Context: an optimization exercise on an open-source flow, tuned for small area, a short achievable clock period and few clock cycles per item. The choices shown serve that exercise and are no tape-out recipe.
Function was checked by simulation only, so behaviour that the tests miss may differ from the original.

== tundra ==
Design ime_ks, start of the top module:
module ime_ks (
  input  wire         clk,
  input  wire         rst,          
  input  wire         key_we,
  input  wire [2:0]   key_idx,
  input  wire [31:0]  key_wdata,
  input  wire         req_valid,
  output wire         req_ready,
  input  wire [15:0]  req_epoch,
  input  wire [2:0]   req_port,
  input  wire [28:0]  req_line,
  output wire         ks_valid,
  input  wire         ks_ready,
  output wire [1:0]   ks_blk,
  output wire [127:0] ks_data
);
  localparam U  = 7;            
  localparam QN = 5;            
  localparam QA = 3;            
  localparam TW = QA + 4;       
  genvar g, u;
  integer i;
  reg [255:0] key;
  reg  [7:0]  kw_en;               
  reg  [31:0] kw_data;
  wire        kw_we = |kw_en;
  integer     kwi;
  always @(posedge clk) begin
    kw_en   <= key_we ? (8'h80 >> key_idx) : 8'h00;
    kw_data <= key_wdata;
    for (kwi = 0; kwi < 8; kwi = kwi + 1)
      if (kw_en[7-kwi])
        key[255 - 32*kwi -: 32] <= kw_data;
  end
  function [7:0] xtime(input [7:0] b);
    xtime = {b[6:0], 1'b0} ^ (b[7] ? 8'h1b : 8'h00);
  endfunction
  function [31:0] mixcol(input [31:0] c);
    reg [7:0] a0, a1, a2, a3;
  ...
Size in the first run: ~26,000 cells after synthesis, ~220 I/O pins, ~270,000 um2 of cells after synthesis.
clock: 8.0 ns
lec_check: 0
abc_clock_period_in_ps: 3400
cap_margin: 20
core_margin: 2
core_utilization: 50
cts_cluster_diameter: 80
cts_cluster_size: 20
setup_slack_margin: 4.6
slew_margin: 45
standard.sh (not shown) runs the stock make flow with config.mk's settings and CLKGATE_MAP_FILE= SYNTH_SCRIPT=/design/flow/synth_recipe.tcl, a recipe that flattens the netlist after the stock synthesis.
==> flow/flow/run.sh <==
#!/bin/bash
# Own flow: the standard layout (standard.sh) with three changes:
#  - synthesis runs flow/my_synth.tcl: the standard synthesis script with
#    Yosys's default ABC mapping script in place of ORFS's speed script
#    (same flip-flops and register names);
#  - after global placement, flow/near_pins.tcl moves the registers that
#    drive output ports next to those ports (ORFS's PRE_RESIZE hook);
#  - the detailed router gets more antenna repair iterations.
set -euo pipefail
W=$(pwd)
export PRE_RESIZE_TCL=$W/flow/near_pins.tcl
sed -e "s#SYNTH_SCRIPT=[^ ]*#SYNTH_SCRIPT=$W/flow/my_synth.tcl MAX_REPAIR_ANTENNAS_ITER_DRT=15#" standard.sh > own.sh
grep -q "SYNTH_SCRIPT=$W/flow/my_synth.tcl" own.sh
bash own.sh > layout.log 2>&1
==> flow/flow/my_synth.tcl <==
# The standard synthesis (synth_recipe.tcl, which runs ORFS's synth.tcl), with
# one change: the technology mapping uses Yosys's default ABC script (area
# oriented, with the clock period as delay target) instead of ORFS's speed
# script. Everything else, flip-flop mapping and register names included, is
# the standard synthesis.
proc abc {args} {
  set out {}
  set skip 0
  foreach a $args {
    if {$skip} { set skip 0; continue }
    if {$a eq "-script"} { set skip 1; continue }
    lappend out $a
  }
  yosys abc {*}$out
}
source [file join [file dirname [file normalize [info script]]] .. synth_recipe.tcl]
==> flow/flow/near_pins.tcl <==
# PRE_RESIZE hook (after global placement, before the first repair_design):
# put each flip-flop whose output drives only an output port's buffer on the
# spot of that buffer, next to the pin; detailed placement later legalizes it.
# These registers' paths to the outputs have the least slack, and the global
# placer leaves them near the logic that feeds them instead.
set block [ord::get_db_block]
set moved 0
foreach inst [$block getInsts] {
  if {![[$inst getMaster] isSequential]} continue
  set q [$inst findITerm Q]
  if {$q eq "NULL" || $q eq ""} continue
  set net [$q getNet]
  if {$net eq "NULL" || $net eq ""} continue
  set iterms [$net getITerms]
  if {[llength $iterms] != 2} continue
  foreach it $iterms {
    set other [$it getInst]
    if {[$other getName] eq [$inst getName]} continue
    if {![string match output* [$other getName]]} continue
    lassign [$other getLocation] x y
    $inst setLocation $x $y
    incr moved
  }
}
puts "near_pins: moved $moved flip-flops next to their output buffers"
Testbench counts of tundra, summed over its fixed seeds: cycles 3,232, items 384.
[inputs] amber vs tundra
- CTS_CLUSTER_SIZE no longer set, was 20
- ABC_CLOCK_PERIOD_IN_PS now 3200, was 3400
- CORE_UTILIZATION now 55, was 50
- SETUP_SLACK_MARGIN now 4.8, was 4.6
- CTS_CLUSTER_DIAMETER no longer set, was 80
### Flow results
amber did not stop at any stage, and its layout met the timing, DRC and antenna checks.
Critical path depth, amber and tundra: lower on amber
From tundra to amber the numbers moved as follows: final worst clock skew moved up, total via count after detailed routing moved up.
Inputs modified between amber and lagoon:
- ABC_CLOCK_PERIOD_IN_PS now 3400, was 3200
- SETUP_SLACK_MARGIN now 4.6, was 4.8
==> flow/flow/run.sh <==
#!/bin/bash
# Own flow: the standard layout (standard.sh) with two changes:
#  - synthesis runs flow/my_synth.tcl: the standard synthesis script with
#    Yosys's default ABC mapping script in place of ORFS's speed script
#    (same flip-flops and register names);
#  - the detailed router gets more antenna repair iterations.
set -euo pipefail
W=$(pwd)
sed -e "s#SYNTH_SCRIPT=[^ ]*#SYNTH_SCRIPT=$W/flow/my_synth.tcl MAX_REPAIR_ANTENNAS_ITER_DRT=15#" standard.sh > own.sh
grep -q "SYNTH_SCRIPT=$W/flow/my_synth.tcl" own.sh
bash own.sh > layout.log 2>&1
removed: flow/flow/near_pins.tcl
==> results.txt <==
The number of storage elements in the synthesis netlist was comparable across amber and lagoon.
lagoon — number of clock-tree buffers in the layout 48 lower, amber as reference
Post-DP HPWL, amber and lagoon: smaller value in lagoon
lagoon vs amber — post-route cell area dropped by a few percent
Between amber and lagoon, the global-route usage is higher for amber.
Setup slack of the critical path after layout on lagoon is behind amber.
lagoon ends up with lower average vias per placed instance than amber does.
Cell count ended up 513 lower on lagoon than on amber.
### lagoon -> nickel
- swapping 45 for 60 in SLEW_MARGIN
[summary]
nickel has completed all stages; timing, DRC and antenna checks passed.
nickel ended up with a lower worst setup slack than lagoon did.
The run showing the smaller sum of met3 wire segment lengths after detailed routing is lagoon.
lagoon reports its end point of the critical path as ks_data[35] while nickel reports ks_data[57].
Compared with lagoon, nickel shows a share of the final layout cell area in multi-input gates that is 0.20 points higher.
The maximum achievable frequency of nickel was inferior to that of lagoon.
Of lagoon and nickel, the higher amount of wire on met2 after detailed routing belongs to lagoon.
Summary — number of nets in the finished design, nickel relative to lagoon: higher, by 101.
#### Input delta (indigo over nickel)
- a change of SLEW_MARGIN from 60 to 45
==> flow/flow/run.sh <==
#!/bin/bash
# Own flow: the standard layout (standard.sh) with three changes:
#  - synthesis runs flow/my_synth.tcl: the standard synthesis script with
#    Yosys's default ABC mapping script in place of ORFS's speed script
#    (same flip-flops and register names);
#  - after global placement, flow/near_pins.tcl moves the registers that
#    drive output ports next to those ports (ORFS's PRE_RESIZE hook);
#  - the detailed router gets more antenna repair iterations.
set -euo pipefail
W=$(pwd)
export PRE_RESIZE_TCL=$W/flow/near_pins.tcl
sed -e "s#SYNTH_SCRIPT=[^ ]*#SYNTH_SCRIPT=$W/flow/my_synth.tcl MAX_REPAIR_ANTENNAS_ITER_DRT=15#" standard.sh > own.sh
grep -q "SYNTH_SCRIPT=$W/flow/my_synth.tcl" own.sh
bash own.sh > layout.log 2>&1
==> flow/flow/near_pins.tcl (new file) <==
# PRE_RESIZE hook (after global placement, before the first repair_design):
# put each flip-flop whose output drives only an output port's buffer on the
# spot of that buffer, next to the pin; detailed placement later legalizes it.
# These registers' paths to the outputs have the least slack, and the global
# placer leaves them near the logic that feeds them instead.
set block [ord::get_db_block]
set moved 0
foreach inst [$block getInsts] {
  if {![[$inst getMaster] isSequential]} continue
  set q [$inst findITerm Q]
  if {$q eq "NULL" || $q eq ""} continue
  set net [$q getNet]
  if {$net eq "NULL" || $net eq ""} continue
  set iterms [$net getITerms]
  if {[llength $iterms] != 2} continue
  foreach it $iterms {
    set other [$it getInst]
    if {[$other getName] eq [$inst getName]} continue
    if {![string match output* [$other getName]]} continue
    lassign [$other getLocation] x y
    $inst setLocation $x $y
    incr moved
  }
}
puts "near_pins: moved $moved flip-flops next to their output buffers"
## What came out
- Comparing nickel and indigo, final critical delay including setup and external delays is lower on indigo.
- Delta (indigo minus nickel): final area down 1.2%.

==> port drivers added, routing unchanged <==
Ports are ideal in the flow. The routed layouts listed here were re-timed in OpenROAD. Step 1 (the two cells are an assumption about what drives the block):
set clk [get_ports {clk}]
set_driving_cell -lib_cell sky130_fd_sc_hd__clkbuf_16 $clk
set_driving_cell -lib_cell sky130_fd_sc_hd__buf_2 [delete_from_list [all_inputs] $clk]
Step 2 moves the port delays by t, midway between the first and last clock arrival at a register: inputs arrive t later, outputs are due t later. That takes back most of the time a late clock gives input paths. Slacks: ideal ports / drivers / drivers and shift; pairs: ideal ports / drivers.
run	t, ns	setup WS [ns]	worst register clock-pin slew, ns
tundra	1.130	4.553 / 4.519 / 3.781	0.10 / 0.10
amber	1.186	4.685 / 4.561 / 3.937	0.07 / 0.07
lagoon	1.177	4.363 / 4.242 / 3.753	0.07 / 0.07
nickel	1.190	4.315 / 4.177 / 3.760	0.07 / 0.07
indigo	1.179	4.540 / 4.526 / 3.721	0.07 / 0.07
After both steps setup and hold are still met in every run listed. For indigo, which loses most, drivers alone change the setup slack by -0.014 ns; drivers and shift together by -0.819 ns.
